Context: an optimization exercise on an open-source flow, tuned for small area, a short achievable clock period and few clock cycles. The choices shown serve that exercise and are no tape-out recipe. At most, simulation tests tie the RTL to the original design; equivalence was not proved. No activity file was given, so power comes from the tool's default toggle rates.

==> inputs of nickel <==
Design sha3_512_core, start of the top module:
module sha3_512_core (
    input  wire         clk,
    input  wire         rst,           
    input  wire         in_valid,
    output wire         in_ready,
    input  wire [63:0]  in_data,
    input  wire         in_last,
    input  wire [3:0]   in_nbytes,
    output wire         out_valid,
    input  wire         out_ready,
    output wire [511:0] out_digest
);
make LEC_CHECK=0 CAP_MARGIN=40 CORE_MARGIN=2 CORE_UTILIZATION=30 CTS_BUF_LIST=sky130_fd_sc_hd__clkbuf_8 PLACE_DENSITY=0.5 SETUP_SLACK_MARGIN=1.9 SLEW_MARGIN=20 SYNTH_HIERARCHICAL=1 finish   # period 5.0 ns
run.sh (not shown) runs the stock make flow with config.mk's settings and CLKGATE_MAP_FILE= SYNTH_SCRIPT=/design/flow/synth_recipe.tcl, a recipe that flattens the netlist after the stock synthesis.
==> xenon (differences from nickel) <==
CTS_BUF_LIST = default   (was sky130_fd_sc_hd__clkbuf_8)
CTS_CLUSTER_DIAMETER = 100   (was default)
CTS_CLUSTER_SIZE = 15   (was default)
PLACE_DENSITY = default   (was 0.5)
SETUP_SLACK_MARGIN = 1.8   (was 1.9)
==> sierra (differences from nickel) <==
==> flow/design.v (replaced) <==
module keccak_round (
    input  wire [1599:0] state_in,
    input  wire [4:0]    round,
    output wire [1599:0] state_out
);
    localparam [149:0] ROT = {
        6'd14, 6'd56, 6'd61, 6'd2,  6'd18,    
        6'd8,  6'd21, 6'd15, 6'd45, 6'd41,    
        6'd39, 6'd25, 6'd43, 6'd10, 6'd3,     
        6'd20, 6'd55, 6'd6,  6'd44, 6'd36,    
        6'd27, 6'd28, 6'd62, 6'd1,  6'd0      
    };
    wire [63:0] a [0:24];    
    wire [63:0] p [0:4];     
    wire [63:0] q [0:4];     
    wire [63:0] r [0:4];     
    wire [63:0] c [0:4];     
    wire [63:0] d [0:4];     
    wire [63:0] e [0:24];    
    wire [63:0] b [0:24];    
    wire [63:0] f [0:24];    
    reg  [63:0] rc;          
    genvar x, y;
    generate
        for (x = 0; x < 5; x = x + 1) begin : g_col
            for (y = 0; y < 5; y = y + 1) begin : g_in
                assign a[x+5*y] = state_in[64*(x+5*y) +: 64];
            end
            keccak_xor u_p (.a(a[x]),    .b(a[x+5]),  .y(p[x]));
            keccak_xor u_q (.a(a[x+10]), .b(a[x+15]), .y(q[x]));
            keccak_xor u_r (.a(p[x]),    .b(q[x]),    .y(r[x]));
            keccak_xor u_c (.a(r[x]),    .b(a[x+20]), .y(c[x]));
        end
        for (x = 0; x < 5; x = x + 1) begin : g_d
            keccak_xor u_d (.a(c[(x+4)%5]),
                            .b({c[(x+1)%5][62:0], c[(x+1)%5][63]}),
                            .y(d[x]));
        end
        for (x = 0; x < 5; x = x + 1) begin : g_x
            for (y = 0; y < 5; y = y + 1) begin : g_y
                localparam integer R = ROT[6*(x+5*y) +: 6];
                keccak_xor u_e (.a(a[x+5*y]), .b(d[x]), .y(e[x+5*y]));
                if (R == 0) begin : g_r0
                    assign b[y+5*((2*x+3*y)%5)] = e[x+5*y];
                end else begin : g_r
                    assign b[y+5*((2*x+3*y)%5)] = {e[x+5*y][63-R:0], e[x+5*y][63:64-R]};
                end
            end
        end
        for (x = 0; x < 5; x = x + 1) begin : g_chi_x
            for (y = 0; y < 5; y = y + 1) begin : g_chi_y
                keccak_chi u_chi (.a(b[x+5*y]), .b(b[(x+1)%5+5*y]),
                                  .c(b[(x+2)%5+5*y]), .y(f[x+5*y]));
                if (x + 5*y == 0) begin : g_iota
                    wire [6:0] fi, fo;
                    assign fi = {f[0][63], f[0][31], f[0][15], f[0][7],
                                 f[0][3], f[0][1], f[0][0]};
                    keccak_iota u_iota (.a(fi),
                                        .rc({rc[63], rc[31], rc[15], rc[7],
                                             rc[3], rc[1], rc[0]}),
                                        .y(fo));
                    assign state_out[63:0] = {fo[6], f[0][62:32], fo[5],
                                              f[0][30:16], fo[4], f[0][14:8],
                                              fo[3], f[0][6:4], fo[2], f[0][2],
                                              fo[1], fo[0]};
                end else begin : g_out
                    assign state_out[64*(x+5*y) +: 64] = f[x+5*y];
                end
            end
        end
    endgenerate
    always @(*) begin
        case (round)
            5'd0:  rc = 64'h0000000000000001;
            5'd1:  rc = 64'h0000000000008082;
            5'd2:  rc = 64'h800000000000808A;
            5'd3:  rc = 64'h8000000080008000;
            5'd4:  rc = 64'h000000000000808B;
            5'd5:  rc = 64'h0000000080000001;
            5'd6:  rc = 64'h8000000080008081;
            5'd7:  rc = 64'h8000000000008009;
            5'd8:  rc = 64'h000000000000008A;
            5'd9:  rc = 64'h0000000000000088;
            5'd10: rc = 64'h0000000080008009;
            5'd11: rc = 64'h000000008000000A;
            5'd12: rc = 64'h000000008000808B;
            5'd13: rc = 64'h800000000000008B;
            5'd14: rc = 64'h8000000000008089;
            5'd15: rc = 64'h8000000000008003;
            5'd16: rc = 64'h8000000000008002;
            5'd17: rc = 64'h8000000000000080;
            5'd18: rc = 64'h000000000000800A;
            5'd19: rc = 64'h800000008000000A;
            5'd20: rc = 64'h8000000080008081;
            5'd21: rc = 64'h8000000000008080;
            5'd22: rc = 64'h0000000080000001;
            5'd23: rc = 64'h8000000080008008;
            default: rc = 64'h0000000000000000;
        endcase
    end
endmodule
module keccak_iota (
    input  wire [6:0] a,
    input  wire [6:0] rc,
    output wire [6:0] y
);
    assign y = a ^ rc;
endmodule
module keccak_xor (
    input  wire [63:0] a,
    input  wire [63:0] b,
    output wire [63:0] y
);
    assign y = a ^ b;
endmodule
module keccak_chi (
    input  wire [63:0] a,
    input  wire [63:0] b,
    input  wire [63:0] c,
    output wire [63:0] y
);
    wire [63:0] t;
    keccak_orn  u_t (.a(b), .b(c), .y(t));
    keccak_xnor u_y (.a(a), .b(t), .y(y));
endmodule
module keccak_orn (
    input  wire [63:0] a,
    input  wire [63:0] b,
    output wire [63:0] y
);
    assign y = a | ~b;
endmodule
module keccak_xnor (
    input  wire [63:0] a,
    input  wire [63:0] b,
    output wire [63:0] y
);
    assign y = ~(a ^ b);
endmodule
module sha3_512_core (
    input  wire         clk,
    input  wire         rst,           
    input  wire         in_valid,
    output wire         in_ready,
    input  wire [63:0]  in_data,
    input  wire         in_last,
    input  wire [3:0]   in_nbytes,
    output wire         out_valid,
    input  wire         out_ready,
    output wire [511:0] out_digest
);
    reg  [575:0]  bf;            
    reg  [3:0]    widx;          
    reg           full;          
    reg           bf_final;      
    reg           zfill;         
    reg           pend06;        
    reg           rdy;           
    reg  [1599:0] s;             
    reg           ab;            
    reg           busy;          
    reg  [4:0]    rnd;           
    reg           cur_final;     
    reg           done;          
    wire take = done && out_ready;
    wire load = take && full;                
    wire consume = ab || load;
    assign out_valid  = done;
    assign out_digest = s[511:0];
    assign in_ready   = rdy;
    wire accept = in_valid && rdy;
    wire wr     = accept || (zfill && (!full || consume));
    wire [3:0] nb = in_last ? in_nbytes : 4'd8;
    reg  [63:0] wdata;
    integer j;
    always @(*) begin
        if (zfill) begin
            wdata = {56'd0, pend06 ? 8'h06 : 8'h00};
        end else begin
            for (j = 0; j < 8; j = j + 1)
                wdata[8*j +: 8] = (j < nb)  ? in_data[8*j +: 8] :
                                  (j == nb) ? 8'h06 : 8'h00;
        end
        if (widx == 4'd8 && (zfill || (in_last && nb != 4'd8)))
            wdata[63] = 1'b1;
    end
    wire blk_end  = wr && (widx == 4'd8);
    wire wr_final = zfill || (in_last && nb != 4'd8);
    always @(posedge clk) begin
        if (wr)
            bf <= {wdata, bf[575:64]};
    end
    wire full_n  = blk_end || (full && !consume);
    wire zfill_n = zfill ? !blk_end : (accept && in_last && !(blk_end && nb != 4'd8));
    wire last_rnd = busy && (rnd == 5'd23);
    wire busy_n   = ab || load || (busy && !last_rnd);
    wire done_n   = (last_rnd && cur_final) || (done && !out_ready);
    wire ab_n     = full_n && ((last_rnd && !cur_final) ||
                               (!busy && !ab && !done && !load));
    always @(posedge clk) begin
        if (rst) begin
            widx      <= 4'd0;
            full      <= 1'b0;
            bf_final  <= 1'b0;
            zfill     <= 1'b0;
            pend06    <= 1'b0;
            rdy       <= 1'b1;
            ab        <= 1'b0;
            busy      <= 1'b0;
            rnd       <= 5'd0;
            cur_final <= 1'b0;
            done      <= 1'b0;
        end else begin
            full  <= full_n;
            zfill <= zfill_n;
            rdy   <= !zfill_n && (!full_n || ab_n);
            if (wr) begin
                if (blk_end) begin
                    widx     <= 4'd0;
                    bf_final <= wr_final;
                end else begin
                    widx <= widx + 4'd1;
                end
                if (zfill)
                    pend06 <= 1'b0;
                else if (in_last)
                    pend06 <= (nb == 4'd8);
            end
            ab   <= ab_n;
            busy <= busy_n;
            done <= done_n;
            if (consume)
                cur_final <= bf_final;
            if (ab || load)
                rnd <= 5'd0;
            else if (busy)
                rnd <= rnd + 5'd1;
        end
    end
    wire [1599:0] s_round;
    keccak_round u_round (
        .state_in  (s),
        .round     (rnd),
        .state_out (s_round)
    );
    wire sel_round = busy && !rst;
    wire sel_keep  = !busy && !rst && !take;
    wire sel_blk   = (ab || load) && !rst;
    wire [1599:0] s_next;
    wire [575:0]  s_abs;
    genvar i;
    generate
        for (i = 0; i < 25; i = i + 1) begin : g_lane
            if (i < 9) begin : g_rate
                keccak_absorb u_abs (.s(s[64*i +: 64]), .keep(sel_keep),
                                     .blk(bf[64*i +: 64]), .add(sel_blk),
                                     .y(s_abs[64*i +: 64]));
                keccak_pick u_pick (.r(s_round[64*i +: 64]), .run(sel_round),
                                    .other(s_abs[64*i +: 64]),
                                    .y(s_next[64*i +: 64]));
            end else begin : g_cap
                keccak_hold u_hold (.r(s_round[64*i +: 64]), .run(sel_round),
                                    .s(s[64*i +: 64]), .keep(sel_keep),
                                    .y(s_next[64*i +: 64]));
            end
        end
    endgenerate
    always @(posedge clk)
        s <= s_next;
endmodule
module keccak_absorb (
    input  wire [63:0] s,
    input  wire        keep,
    input  wire [63:0] blk,
    input  wire        add,
    output wire [63:0] y
);
    assign y = (s & {64{keep}}) ^ (blk & {64{add}});
endmodule
module keccak_pick (
    input  wire [63:0] r,
    input  wire        run,
    input  wire [63:0] other,
    output wire [63:0] y
);
    assign y = (r & {64{run}}) | other;
endmodule
module keccak_hold (
    input  wire [63:0] r,
    input  wire        run,
    input  wire [63:0] s,
    input  wire        keep,
    output wire [63:0] y
);
    assign y = (r & {64{run}}) | (s & {64{keep}});
endmodule
CTS_BUF_LIST = default   (was sky130_fd_sc_hd__clkbuf_8)
PLACE_DENSITY = default   (was 0.5)
SETUP_SLACK_MARGIN = 1.8   (was 1.9)
==> violet (differences from nickel) <==
CTS_BUF_LIST = default   (was sky130_fd_sc_hd__clkbuf_8)
CTS_CLUSTER_DIAMETER = 50   (was default)
CTS_CLUSTER_SIZE = 20   (was default)
PLACE_DENSITY = default   (was 0.5)
SETUP_SLACK_MARGIN = 2.0   (was 1.9)
==> summary.md <==
| Metric | Value |
|---|---|
| Cells after synthesis | `13100` |
| Rel. slew slack | `32.7%` |
| Worst r2r src | `s[963]` |
| Fraction of standard cell area that is sequential | `28.3%` |
| Status | `timing/DRC/antenna clean` |
| Number of clock buffers in the layout | `413` |
| Tot GR Track Use | `43.6%` |
| Number of buffers added for setup after CTS | `79` |
# the run above: sierra

==> summary.md <==
| Metric | Value |
|---|---|
| Clock group | `15600 uW` |
| Fraction of the core area covered by cells at the end of the flow | `37.7%` |
| Setup violators final | `0` |
| Rel. slew slack | `20.1%` |
| Tot GR Track Use | `39.5%` |
| Fraction of standard cell area that is sequential | `29.5%` |
| Net switching power figure | `9470 uW` |
| Ratio of final minimum period to clock period | `67.4%` |
| Cells after synthesis | `13200` |
| Number of clock buffers in the layout | `278` |
| Status | `timing/DRC/antenna clean` |
# the run above: xenon

==> summary.md <==
| Metric | Value |
|---|---|
| Worst r2r src | `s[520]` |
| Synth area leader | `dfxtp_1` |
| Status | `timing/DRC/antenna clean` |
| Placed Cells | `20400` |
| Largest cell class by area | `multi-input gates` |
| Rel. slew slack | `30.2%` |
| Number of clock buffers in the layout | `533` |
| Tot GR Track Use | `40.3%` |
| Cells after synthesis | `13200` |
| Grt total ovfl | `0` |
| Most common cell type on the critical path | `xor2_1` |
| Number of buffers added for setup after CTS | `145` |
| Unrepaired setup endpoints after global routing | `true` |
| Fraction of the core area covered by cells at the end of the flow | `39.6%` |
# the run above: nickel

==> summary.md <==
| Metric | Value |
|---|---|
| Cells after synthesis | `13200` |
| Worst r2r src | `s[738]` |
| Number of buffers added for setup after CTS | `243` |
| Rel. slew slack | `31.9%` |
| Ant. Diodes | `65` |
| TritonCTS clock tree | `yes` |
| Status | `timing/DRC/antenna clean` |
| Number of clock buffers in the layout | `462` |
| Tot GR Track Use | `40.8%` |
# the run above: violet

Testbench counts of nickel, summed over its fixed seeds: cycles 59,080.
Testbench counts of xenon, summed over its fixed seeds: cycles 59,080.
Testbench counts of violet, summed over its fixed seeds: cycles 59,080.
The RTL of sierra was laid out without a check of its function.

==> afterwards: timing with drivers on the ports <==
Ports are ideal in the flow. The routed layouts listed here were re-timed in OpenROAD. Step 1: set_driving_cell puts a clkbuf_16 on clk and a buf_2 on each other input, an assumption about the parent block. Step 2 also shifts input and output timing later by t, the mid clock arrival at the registers, as if the neighbouring blocks saw the same clock. a / b / c = ideal ports / drivers / drivers and shift; a / b = the first two.
run	t, ns	setup WS [ns]	hold WS [ns]	cell pins on the clock port's net
nickel	1.359	1.733 / 1.733 / 0.948	0.406 / 0.294 / 0.425	1
xenon	1.101	1.630 / 1.630 / 1.179	0.445 / 0.445 / 0.445	1
sierra	1.111	1.649 / 1.649 / 1.148	0.440 / 0.440 / 0.440	1
violet	1.158	1.800 / 1.800 / 1.119	0.433 / 0.433 / 0.433	1
After both steps every run listed still meets setup and hold. For nickel, which loses most, drivers alone change the setup slack by 0.000 ns; drivers and shift together by -0.785 ns.
